This is an optimization exercise on Yosys and OpenROAD, whose aim is small area, not a production implementation. The RTL was checked by simulation tests, not by an equivalence proof against the original design. No activity file was given, so power comes from the tool's default toggle rates.

==> flow/design.v (excerpt) <==
module lane_cur (
    input                    clk,
    input                    rst,
    input                    start,
    input                    run,
    input                    three,
    input                    svm,
    input                    inv_a,
    input                    inv_b,
    input             [11:0] code_a,
    input             [11:0] code_b,
    input             [11:0] offs_a,
    input             [11:0] offs_b,
    input  signed     [17:0] iref_a,
    input  signed     [17:0] iref_b,
    input             [15:0] kpc,
    input             [15:0] kic,
    input             [14:0] vlim,
    input             [16:0] period,
    input             [11:0] minon,
    input             [11:0] minoff,
    output                   done,
    output signed     [15:0] v_a,
    output signed     [15:0] v_b,
    output signed     [15:0] v_c,
    output            [16:0] w_a,
    output            [16:0] w_b,
    output            [16:0] w_c
);
clock: 12.0 ns
lec_check: 0
cap_margin: 20
core_margin: 2
core_utilization: 40
slew_margin: 20
standard.sh (not shown) runs the stock make flow with config.mk's settings and CLKGATE_MAP_FILE= SYNTH_SCRIPT=/design/flow/synth_recipe.tcl, a recipe that flattens the netlist after the stock synthesis.
==> flow/flow/run.sh <==
#!/bin/bash
# Layout flow: the standard flow (standard.sh) with two changes.
#  1. Port buffers use the smallest buffer cell (buffer_ports -buffer_cell).
#  2. After the standard synthesis, the combinational logic is re-mapped for
#     area (flow/reopt.sh); registers keep their names and cell types, and the
#     new netlist is proven equal to the standard one before it is used.
set -u
export BUFFER_PORTS_ARGS="-buffer_cell sky130_fd_sc_hd__buf_1"
bash standard.sh synth > standard_synth.log 2>&1 || exit 1
R=orfs/results/sky130hd/lane_cur/base
LIB=$FLOW_HOME/platforms/sky130hd/lib/sky130_fd_sc_hd__tt_025C_1v80.lib
cp $R/1_2_yosys.v 1_2_yosys_standard.v
if bash flow/reopt.sh "$PWD/1_2_yosys_standard.v" "$PWD/1_2_yosys_reopt.v" "$LIB" flow/dontuse.txt "$PWD" > reopt.log 2>&1; then
  cp 1_2_yosys_reopt.v $R/1_2_yosys.v
  rm -f $R/1_synth.odb $R/1_synth.sdc
  echo "reopt: using the re-mapped netlist" >> reopt.log
else
  echo "reopt: failed, keeping the standard netlist" >> reopt.log
fi
bash standard.sh finish > standard.log 2>&1
==> flow/flow/reopt.sh <==
#!/bin/bash
# Re-map the combinational logic of the standard synthesis netlist for area.
# Registers, full adders and tie cells are kept as they are (same
# instances, names and cell types); everything else is flattened to its
# library function and mapped again by ABC with an area script.
# usage: reopt.sh IN.v OUT.v LIB DONT_USE_LIST WORKDIR
set -e
IN=$1; OUT=$2; LIB=$3; DU=$4; W=$5
KEEP=$(grep -o "sky130_fd_sc_hd__[a-z0-9_]*" $IN | sort -u | grep -E "__(dfxtp|edfxtp|dfxbp|edfxbp|dfrtp|dfstp|dfbbp|sdf|sedf|dl|fa|conb)" | tr '\n' ' ')
DUARGS=""
for c in $(cat $DU); do DUARGS="$DUARGS -dont_use $c"; done
cat > $W/reopt_abc.script <<EOS
strash
dch -f
map -a
mfs2
strash
dch -f
map -a
mfs2
strash
dch -f
map -a
topo
dnsize
EOS
cat > $W/reopt.ys <<EOS
read_liberty -ignore_miss_func $LIB
read_verilog $IN
hierarchy -top lane_cur
setattr -mod -set keep_hierarchy 1 $KEEP
flatten
opt_clean -purge
abc -liberty $LIB -script $W/reopt_abc.script $DUARGS
opt_clean -purge
hilomap -singleton -hicell sky130_fd_sc_hd__conb_1 HI -locell sky130_fd_sc_hd__conb_1 LO
insbuf -buf sky130_fd_sc_hd__buf_4 A X
splitnets
opt_clean -purge
select -module lane_cur
write_verilog -noattr -nohex -nodec -selected $OUT
EOS
yosys -p "script $W/reopt.ys" > $W/reopt_yosys.log 2>&1
# Prove the new netlist equal to the standard one (registers paired by name).
cat > $W/reopt_eq.ys <<EOS
read_liberty -ignore_miss_func $LIB
read_verilog $IN
rename lane_cur gold
read_verilog $OUT
rename lane_cur gate
setattr -mod -unset top gold gate
flatten
opt_clean
equiv_make gold gate equiv
hierarchy -top equiv
equiv_simple -seq 2
equiv_induct
equiv_status -assert
EOS
yosys -p "script $W/reopt_eq.ys" > $W/reopt_eq.log 2>&1
Other scripts of this flow, unchanged in this note and not shown: flow/flow/dontuse.txt
==> next run, changes <==
--- a/flow/flow/reopt.sh
+++ b/flow/flow/reopt.sh
@@ -12,2 +12,22 @@
 cat > $W/reopt_abc.script <<EOS
+strash
+dch -f
+map -a
+mfs2
+strash
+dch -f
+map -a
+mfs2
+strash
+dch -f
+map -a
+mfs2
+strash
+dch -f
+map -a
+mfs2
+strash
+dch -f
+map -a
+mfs2
 strash
After rerunning:
- power came out lower by 4.7%
- combinational power falls by about 8%
- flip-flop and latch count stays the same
- clock power went up by about 2%
- routed wire length is lower by 2.2%
- cell count drops by 2.6%
==> next run, changes <==
--- a/flow/flow/reopt.sh
+++ b/flow/flow/reopt.sh
@@ -2,3 +2,3 @@
 # Re-map the combinational logic of the standard synthesis netlist for area.
-# Registers, full adders and tie cells are kept as they are (same
+# Registers, full and half adders and tie cells are kept as they are (same
 # instances, names and cell types); everything else is flattened to its
@@ -8,3 +8,3 @@
 IN=$1; OUT=$2; LIB=$3; DU=$4; W=$5
-KEEP=$(grep -o "sky130_fd_sc_hd__[a-z0-9_]*" $IN | sort -u | grep -E "__(dfxtp|edfxtp|dfxbp|edfxbp|dfrtp|dfstp|dfbbp|sdf|sedf|dl|fa|conb)" | tr '\n' ' ')
+KEEP=$(grep -o "sky130_fd_sc_hd__[a-z0-9_]*" $IN | sort -u | grep -E "__(dfxtp|edfxtp|dfxbp|edfxbp|dfrtp|dfstp|dfbbp|sdf|sedf|dl|fa|ha|conb)" | tr '\n' ' ')
 DUARGS=""
@@ -12,26 +12,2 @@
 cat > $W/reopt_abc.script <<EOS
-strash
-dch -f
-map -a
-mfs2
-strash
-dch -f
-map -a
-mfs2
-strash
-dch -f
-map -a
-mfs2
-strash
-dch -f
-map -a
-mfs2
-strash
-dch -f
-map -a
-mfs2
-strash
-dch -f
-map -a
-mfs2
 strash
Effect: The new run went through all stages and came out clean. Die area came out higher by 2.8%. Power came out higher by 2.9%. Routed wire length came out higher by 4.1%. Via count came out higher by 2.7%. Setup slack loses 0.017 ns. Sequential power hardly moves. Utilization came out lower by 0.11 points. First-iteration DRC count came out higher by 19%. Fmax barely changes. Sequential share of layout area came out lower by 0.67 points.

## re-timing with driven ports
Ports are ideal in the flow. The routed layouts listed here were re-timed in OpenROAD. Step 1 sets driving cells, clkbuf_16 on the clock port and buf_2 on the other inputs (assumed; they add their load-dependent delay and slew). Step 2 adds t to the input delays and takes it off the output delays; t is the mean of the earliest and latest rising clock arrival at the registers after step 1. Input paths then give back, and output paths get back, about the clock's delay inside the block. Slacks: no drivers / after step 1 / after step 2; pairs: no drivers / after step 1.
run | t (ns) | setup slack, ns | worst hold slack (ns)
the first run | 0.511 | 0.410 / 0.385 / -0.045 | 0.354 / 0.354 / 0.354
the second run | 0.514 | 0.430 / 0.460 / -0.054 | 0.352 / 0.352 / 0.352
the third run | 0.522 | 0.413 / 0.441 / -0.074 | 0.353 / 0.353 / 0.353
Met with ideal ports but missed after step 2: setup timing in every run listed. For the third run, which loses most, drivers alone change the setup slack by +0.028 ns; drivers and shift together by -0.487 ns.
